This design comes from an exercise in tuning for small area, a short achievable clock period and few clock cycles per item on the open sky130 flow, not from production work.
Only simulation tests tie the RTL to the original design; equivalence was not proved.
Power is estimated from default activity; no workload was simulated.

==> config.mk <==
export PLATFORM = sky130hd
export DESIGN_NAME = lzw_dec
export DESIGN_NICKNAME = lzw_dec
export VERILOG_FILES = /design/flow/design.v
export SDC_FILE = /design/flow/constraint.sdc
export NUM_CORES = 4
export LEC_CHECK = 0
export CAP_MARGIN = 20
export CORE_MARGIN = 2
export CORE_UTILIZATION = 40
export SLEW_MARGIN = 20
==> constraint.sdc <==
create_clock -name core_clock -period 10.0 [get_ports {clk}]
set_input_delay 2.0000 -clock core_clock [delete_from_list [all_inputs] [get_ports {clk}]]
set_output_delay 2.0000 -clock core_clock [all_outputs]
set_load 0.01 [all_outputs]
==> design.v <==
module lzw_dec (
    input  wire       clk,
    input  wire       rst,
    input  wire       in_valid,
    output wire       in_ready,
    input  wire [7:0] in_data,
    input  wire       in_last,
    output wire       out_valid,
    input  wire       out_ready,
    output wire [7:0] out_data,
    output wire       done,
    output wire       err
);
    localparam LN = 4;                  
    localparam N  = 1 << LN;
    localparam W_CODE = 3'd0;           
    localparam W_WALK = 3'd1;           
    localparam W_WAIT = 3'd2;           
    localparam W_REW  = 3'd3;           
    localparam W_END  = 3'd4;           
    localparam W_FIN  = 3'd5;           
    localparam W_DONE = 3'd6;           
    reg        ib_v;
    reg  [7:0] ib_d;
    reg        got_last;    
    reg [23:0] bb;
    reg  [4:0] cnt;
    reg  [2:0] wst;
    wire       mv      = ib_v && ((cnt <= 5'd16) || (wst == W_END));
    assign in_ready    = !got_last && (!ib_v || mv);
    wire       take_in = in_valid && in_ready;
    reg  [8:0] cur;         
    reg  [8:0] wstart;      
    reg  [8:0] wcode;       
    reg        wkwk;        
    reg  [7:0] wroot;       
    reg  [6:0] ecnt;        
    reg  [6:0] rem;         
    reg  [8:0] prev;
    reg        prev_ok;
    reg  [7:0] nidx;        
    reg        bad;
    reg [16:0] dict [2:127];
    reg        wr_v;
    reg  [6:0] wr_idx;
    reg [16:0] wr_data;
    reg  [7:0] sbuf [0:N-1];
    reg [LN:0] wp;
    reg [LN:0] wbase;
    reg        tok_v;
    reg  [7:0] tok_root;
    reg [LN:0] tok_top;
    reg [LN:0] tok_base;
    reg        tok_kwk;
    reg        tok_noroot;
    reg [LN:0] rd_n;
    reg [LN-1:0] rp;
    reg [LN:0] rd_base;
    reg  [7:0] rd_root;
    reg        rd_kwk;
    reg        ov0, ov1;
    reg  [7:0] od0, od1;
    assign out_valid = ov0;
    assign out_data  = od0;
    assign done      = (wst == W_DONE);
    assign err       = (wst == W_DONE) && bad;
    wire       room     = !ov1;
    wire       rd_buf   = (rd_n != 0);
    wire       tok_take = room && !rd_buf && !rd_kwk && tok_v;
    wire       tokfree  = !tok_v || tok_take;
    reg        produce;
    reg  [7:0] pbyte;
    always @(*) begin
        produce = 1'b0;
        pbyte   = sbuf[rp];
        if (room) begin
            if (rd_buf) begin
                produce = 1'b1;
                pbyte   = sbuf[rp];
            end else if (rd_kwk) begin
                produce = 1'b1;
                pbyte   = rd_root;
            end else if (tok_v && !tok_noroot) begin
                produce = 1'b1;
                pbyte   = tok_root;
            end
        end
    end
    wire       have    = (cnt >= 5'd9);
    wire [8:0] code    = bb[8:0];
    wire       c_lit   = !code[8];
    wire       c_clr   = (code == 9'd256);
    wire       c_end   = (code == 9'd257);
    wire       c_rng   = code[8] && !code[7] && (code[6:1] != 6'd0);
    wire       c_old   = c_rng && ({1'b0, code[6:0]} < nidx);
    wire       c_kwk   = c_rng && ({1'b0, code[6:0]} == nidx) && prev_ok;
    wire       room_d  = !nidx[7];      
    wire       in_done = got_last && !ib_v;
    wire       c_dir   = c_lit || (c_kwk && !prev[8]);
    wire [7:0] d_root  = c_lit ? code[7:0] : prev[7:0];
    wire [16:0] dent   = dict[cur[6:0]];
    wire [8:0]  p      = dent[16:8];
    wire [7:0]  b      = dent[7:0];
    wire        p_last = !p[8];
    wire [LN:0] tail   = rd_buf ? rd_base : (tok_v ? tok_base : wbase);
    wire        full   = (wp[LN-1:0] == tail[LN-1:0]) && (wp[LN] != tail[LN]);
    wire        only   = !rd_buf && !tok_v;
    wire        canpush = !full || only;
    wire        lit_go  = (wst == W_CODE) && have && c_dir && tokfree;
    wire        consume = (wst == W_CODE) && have && (!c_dir || tokfree);
    wire        w_adv   = (wst == W_WALK) && canpush && (!p_last || tokfree);
    wire        w_fin   = w_adv && p_last;
    wire        r_adv   = (wst == W_REW);
    wire        push    = w_adv || r_adv;
    wire [6:0]  e_tot   = ecnt + 7'd1;
    always @(posedge clk) begin
        if (push)
            sbuf[wp[LN-1:0]] <= b;
        if (wr_v)
            dict[wr_idx] <= wr_data;
    end
    wire [23:0] bb_s  = consume ? {9'd0, bb[23:9]} : bb;
    wire [4:0]  cnt_s = consume ? (cnt - 5'd9) : cnt;
    wire [23:0] bb_in = {16'd0, ib_d} << cnt_s;
    always @(posedge clk) begin
        if (rst) begin
            ib_v     <= 1'b0;
            got_last <= 1'b0;
            bb       <= 24'd0;
            cnt      <= 5'd0;
            wst      <= W_CODE;
            prev_ok  <= 1'b0;
            nidx     <= 8'd2;
            bad      <= 1'b0;
            wr_v     <= 1'b0;
            wp       <= {(LN+1){1'b0}};
            wbase    <= {(LN+1){1'b0}};
            tok_v    <= 1'b0;
            rd_n     <= {(LN+1){1'b0}};
            rd_kwk   <= 1'b0;
            ov0      <= 1'b0;
            ov1      <= 1'b0;
        end else begin
            if (take_in) begin
                ib_d     <= in_data;
                got_last <= in_last;
            end
            if (take_in)
                ib_v <= 1'b1;
            else if (mv)
                ib_v <= 1'b0;
            if (wst != W_END) begin
                if (mv) begin
                    bb  <= bb_s | bb_in;
                    cnt <= cnt_s + 5'd8;
                end else begin
                    bb  <= bb_s;
                    cnt <= cnt_s;
                end
            end
            wr_v <= 1'b0;
            case (wst)
            W_CODE: begin
                if (have) begin
                    if (c_clr) begin
                        nidx    <= 8'd2;
                        prev_ok <= 1'b0;
                    end else if (c_end) begin
                        wst <= W_END;
                    end else if (c_dir) begin
                        if (tokfree) begin
                            if (prev_ok && room_d) begin
                                wr_v    <= 1'b1;
                                wr_idx  <= nidx[6:0];
                                wr_data <= {prev, d_root};
                                nidx    <= nidx + 8'd1;
                            end
                            prev    <= code;
                            prev_ok <= 1'b1;
                        end
                    end else if (c_old || c_kwk) begin
                        cur    <= c_kwk ? prev : code;
                        wstart <= c_kwk ? prev : code;
                        wcode  <= code;
                        wkwk   <= c_kwk;
                        wbase  <= wp;
                        ecnt   <= 7'd0;
                        wst    <= W_WALK;
                    end else begin
                        bad <= 1'b1;
                        wst <= W_END;
                    end
                end else if (in_done) begin
                    bad      <= 1'b1;
                    bb       <= 24'd0;
                    cnt      <= 5'd0;
                    got_last <= 1'b0;
                    wst      <= W_FIN;
                end
            end
            W_WALK: begin
                if (w_adv) begin
                    cur  <= p;
                    wp   <= wp + 1'b1;
                    ecnt <= e_tot;
                    if (full)
                        wbase <= wbase + 1'b1;
                    if (p_last) begin
                        wroot <= p[7:0];
                        if (prev_ok && room_d) begin
                            wr_v    <= 1'b1;
                            wr_idx  <= nidx[6:0];
                            wr_data <= {prev, p[7:0]};
                            nidx    <= nidx + 8'd1;
                        end
                        prev    <= wcode;
                        prev_ok <= 1'b1;
                        if (e_tot > N) begin
                            rem <= e_tot - N;
                            wst <= W_WAIT;
                        end else begin
                            wst <= W_CODE;
                        end
                    end
                end
            end
            W_WAIT: begin
                if (only) begin
                    cur   <= wstart;
                    wbase <= wp;
                    ecnt  <= rem;      
                    wst   <= W_REW;
                end
            end
            W_REW: begin
                cur  <= p;
                wp   <= wp + 1'b1;
                ecnt <= ecnt - 7'd1;
                if (full)
                    wbase <= wbase + 1'b1;
                if (ecnt == 7'd1) begin
                    if (rem > N) begin
                        rem <= rem - N;
                        wst <= W_WAIT;
                    end else begin
                        wst <= W_CODE;
                    end
                end
            end
            W_END: begin
                if (in_done) begin
                    bb       <= 24'd0;
                    cnt      <= 5'd0;
                    got_last <= 1'b0;
                    wst      <= W_FIN;
                end
            end
            W_FIN: begin
                if (!tok_v && !rd_buf && !rd_kwk && !ov1 && (!ov0 || out_ready))
                    wst <= W_DONE;
            end
            W_DONE: begin
                nidx    <= 8'd2;
                prev_ok <= 1'b0;
                bad     <= 1'b0;
                wst     <= W_CODE;
            end
            default: wst <= W_CODE;
            endcase
            if (lit_go) begin
                tok_v      <= 1'b1;
                tok_root   <= d_root;
                tok_top    <= wp;
                tok_base   <= wp;
                tok_kwk    <= !c_lit;
                tok_noroot <= 1'b0;
            end else if (w_fin) begin
                tok_v      <= 1'b1;
                tok_root   <= p[7:0];
                tok_top    <= wp + 1'b1;
                tok_base   <= full ? wbase + 1'b1 : wbase;
                tok_kwk    <= wkwk && (e_tot <= N);
                tok_noroot <= 1'b0;
            end else if ((wst == W_REW) && (ecnt == 7'd1)) begin
                tok_v      <= 1'b1;
                tok_root   <= wroot;
                tok_top    <= wp + 1'b1;
                tok_base   <= full ? wbase + 1'b1 : wbase;
                tok_kwk    <= wkwk && (rem <= N);
                tok_noroot <= 1'b1;
            end else if (tok_take) begin
                tok_v <= 1'b0;
            end
            if (room) begin
                if (rd_buf) begin
                    rp   <= rp - 1'b1;
                    rd_n <= rd_n - 1'b1;
                end else if (rd_kwk) begin
                    rd_kwk <= 1'b0;
                end else if (tok_v) begin
                    rd_root <= tok_root;
                    rd_kwk  <= tok_kwk;
                    rd_base <= tok_base;
                    rd_n    <= tok_top - tok_base;
                    rp      <= tok_top[LN-1:0] - 1'b1;
                end
            end
            if (ov0 && out_ready) begin
                if (ov1) begin
                    od0 <= od1;
                    ov1 <= 1'b0;
                    if (produce) begin
                        od1 <= pbyte;
                        ov1 <= 1'b1;
                    end
                end else begin
                    ov0 <= produce;
                    od0 <= pbyte;
                end
            end else begin
                if (!ov0) begin
                    ov0 <= produce;
                    od0 <= pbyte;
                end else if (produce) begin
                    od1 <= pbyte;
                    ov1 <= 1'b1;
                end
            end
        end
    end
endmodule
==> run.sh <==
#!/bin/bash
# synth_recipe.tcl (not shown) runs the flow's synth.tcl, then flattens the netlist and writes it again
# the make line also repeats each setting of config.mk as NAME=value (left out here)
make -C /OpenROAD-flow-scripts/flow DESIGN_CONFIG=/design/flow/config.mk WORK_HOME=/design/flow/orfs CLKGATE_MAP_FILE= SYNTH_SCRIPT=/design/flow/synth_recipe.tcl finish
==> qor.yml <==
fin_crit_ps: 5940
maxCapViolCount: 0
fin_cells: 8577
grt_max_degree: 127
first_iter_violations: 5851
antenna_found_initial: 5
cts_resized: 0
yosys_warnings: 1
routed_wl_um: 251000
root_buffer: "clkbuf_16"
die_h_um: 502
syn_area_um2: 99400
dp_hpwl_um: 148000
outcome: "no timing/DRC/antenna violations"
finalHoldViolations: 0
areaGrowthSynthToFinish_pct: 13.4
dr.pass1.iters: 5
htreeDepth: 5
post_drt_wl_per_cell_um: 29.3
yosys_most_used_dff: "edfxtp_1"
row_count: 182
finalWeightedCongestion: 0.848
p_per_area_nw_per_um2: 250
skew_ps: 76.8
synth_most_common_cell: "edfxtp_1"
synth-edff-count: 2410
clk_path_buf_depth: 4
grt_pass1_wl_um: 361000
yosys-top-cells-area: "edfxtp_1 73%, mux4_2 13%, mux4_1 2.0%"
postCtsSetupBuffers: 0
async_flop_share_pct: 0
insertion_delay_ps: 920
leakage_nw: 35.5
vias: 49700
die_area_um2: 252000
clkTransAtPathRegs_ps: 60
synth_cell_types: 92
fin_nets: 5118
avgSynthCellArea_um2: 20.7
yosysTopAreaCell: "edfxtp_1"
tightest_slew_ps: 1220
cp_max_fo: 126
syn_inst: 4809
peakVddDrop_v: 0.000170
cts.sinks: 2485
drv_slew: 0
antenna_left: 0
yosysSeqAreaShare_pct: 74.3
setup_viol: 0
drc: 0
ctsHoldBuffers: 0
dpl.cell_count: 8108
synth_top_area_share_pct: 72.8
die_w_um: 502
cts_tree: "built"
overflow: 0
path_class: "reg2reg"
max_freq_mhz: 168
synth_common_cells: "2410 x edfxtp_1, 588 x mux4_2, 279 x nor2_1"
end_kind: "register"
critical_path_required_ps: 10550
syn_nets: 4853
routed_via_density: 5.79
rsz0062_at_grt: "no"
pin_count: 25
ys_ff_latch: 2485
grtUsageTotal_pct: 19.8
core_um2: 246000
numPortBuffers: 24
setup_tns_ps: 0
hp-class: "reg2reg"
relSlewSlack_pct: 18.0
cp.arrival_ps: 6480
start_util_pct: 40.3
layout-drive-gt1-share_pct: 26.2
grt_pass1_vias: 49300
crit_path_start_kind: "register"
cts_buffers: 275
finalCritPeriodShare_pct: 59.4
-- state kept, by name, indices dropped and copies added, names as in the netlist, 7 cells and up, named ones only --
name / flops
bb: 24
cur: 7
dict: 2142
ecnt: 7
ib_d: 8
nidx: 8
od0: 8
od1: 8
prev: 9
rd_root: 8
rem: 7
sbuf: 128
tok_root: 8
wcode: 9
wr_data: 17
wr_idx: 7
wroot: 8
wstart: 7
-- layout make-up --
cell class / instances / area, µm²
Clock buffer: 346 / 7320
Multi-Input combinational cell: 2011 / 24100
Fill cell: 20500 / 134000
Timing Repair Buffer: 248 / 2020
Inverter: 53 / 204
Antenna cell: 3 / 7.51
Sequential cell: 2485 / 73900
Tap cell: 3312 / 4140
Clock inverter: 119 / 1020
-- layout by cell type (no fill, tap or decap), types with 16 or more instances in the layout --
cell type	count
nor3_1	33
nand2_1	177
clkdlybuf4s50_1	23
nand2b_1	23
edfxtp_1	2410
mux4_1	76
clkbuf_1	61
dfxtp_1	67
clkinv_1	44
nor2_2	88
clkbuf_16	281
o21ai_0	79
inv_1	49
clkinv_2	40
mux2i_1	125
nand3_1	50
bufinv_16	16
mux4_2	588
nor2b_1	23
mux2_2	65
a31oi_1	20
or3_1	18
a211oi_1	21
buf_4	215
nor2_1	188
xnor2_1	25
ha_1	30
a21oi_1	77
a22oi_1	41
-- layer usage --
metal	up-vias	part of all wire [%]	global-route usage, %
met5	-	0	0
met4	0	2.9	5.88
met3	377	7.5	3.47
met2	2022	48	31.5
met1	26700	42	28.0
li1	20600	-	-
-- power breakdown --
group / leakage (nW) / internal (W) / switching [W]
Combinational: 9.15 / 0.00277 / 0.00383
Sequential: 22.3 / 0.0117 / 0.000307
Clock: 4.07 / 0.00558 / 0.00395
-- stage by stage --
| stage | hold WS (ps) | instance area, µm² | utilization [%] | power, W | worst slack, ps |
|---|---|---|---|---|---|
| 6_report | 466 | 113000 | 45.7 | 0.0282 | 4060 |
| 2_1_floorplan | 406 | 99400 | - | 0.0167 | 5930 |
| 5_1_grt | 496 | 113000 | 45.7 | 0.0291 | 3670 |
| 4_1_cts | 471 | 113000 | 45.7 | 0.0284 | 4100 |
| 3_3_place_gp | 450 | 104000 | 42.3 | 0.0188 | 4220 |
| 3_5_place_dp | 459 | 104000 | 42.3 | 0.0189 | 4080 |
-- worst paths after layout --
check	start	endpoint	slack [ps]	cells after the start
hold reg to reg	bb[22]$_SDFF_PP0_	bb[22]$_SDFF_PP0_	470	2
setup reg to reg	register	rem[2]$_DFFE_PP_	4060	7
setup / recovery	register	rem[2]$_DFFE_PP_	4060	7
hold / removal	bb[22]$_SDFF_PP0_	bb[22]$_SDFF_PP0_	470	2
-- worst max-delay path, stage by stage (launching register included) --
cell,delay (ps)
dfxtp_4,880
buf_12,680
mux4_2,600
mux4_2,530
o31a_1,310
a2bb2oi_1,570
nand3_1,900
nor4_1,1000
-- cells by family (layout without fill, tap and decap cells) --
logic type / after synthesis / after routing / synth area share (%)
mux: 854 / 854 / 17.3
simple gates: 694 / 694 / 3.14
fa+ha+maj: 31 / 31 / 0.398
xor+xnor: 41 / 41 / 0.361
buf+inv: 313 / 766 / 1.77
flops: 2485 / 2485 / 74.3
other cells: 0 / 3 / 0
compound gates: 391 / 391 / 2.67
Testbench counts, summed over its fixed seeds: cycles 97,043, items 85,491.

what the ideal ports hide:
In the flow no input, the clock included, has a driving cell. The finished layout below was timed again as built, in two steps. Step 1 sets driving cells, clkbuf_16 on the clock port and buf_2 on the other inputs (assumed; they add their load-dependent delay and slew). Step 2 moves the port delays by t, midway between the first and last clock arrival at a register: inputs arrive t later, outputs are due t later. That takes back most of the time a late clock gives input paths. a / b / c = no drivers / after step 1 / after step 2; a / b = the first two.
t (ns): 0.983
setup slack, ns: 4.065 / 4.065 / 4.065
worst hold slack (ns): 0.466 / 0.466 / 0.466
worst data-port slew with drivers (ns): 0.06
After both steps this run still meets setup and hold. The setup slack of this run moves by 0.000 ns with the drivers and by 0.000 ns with both steps.
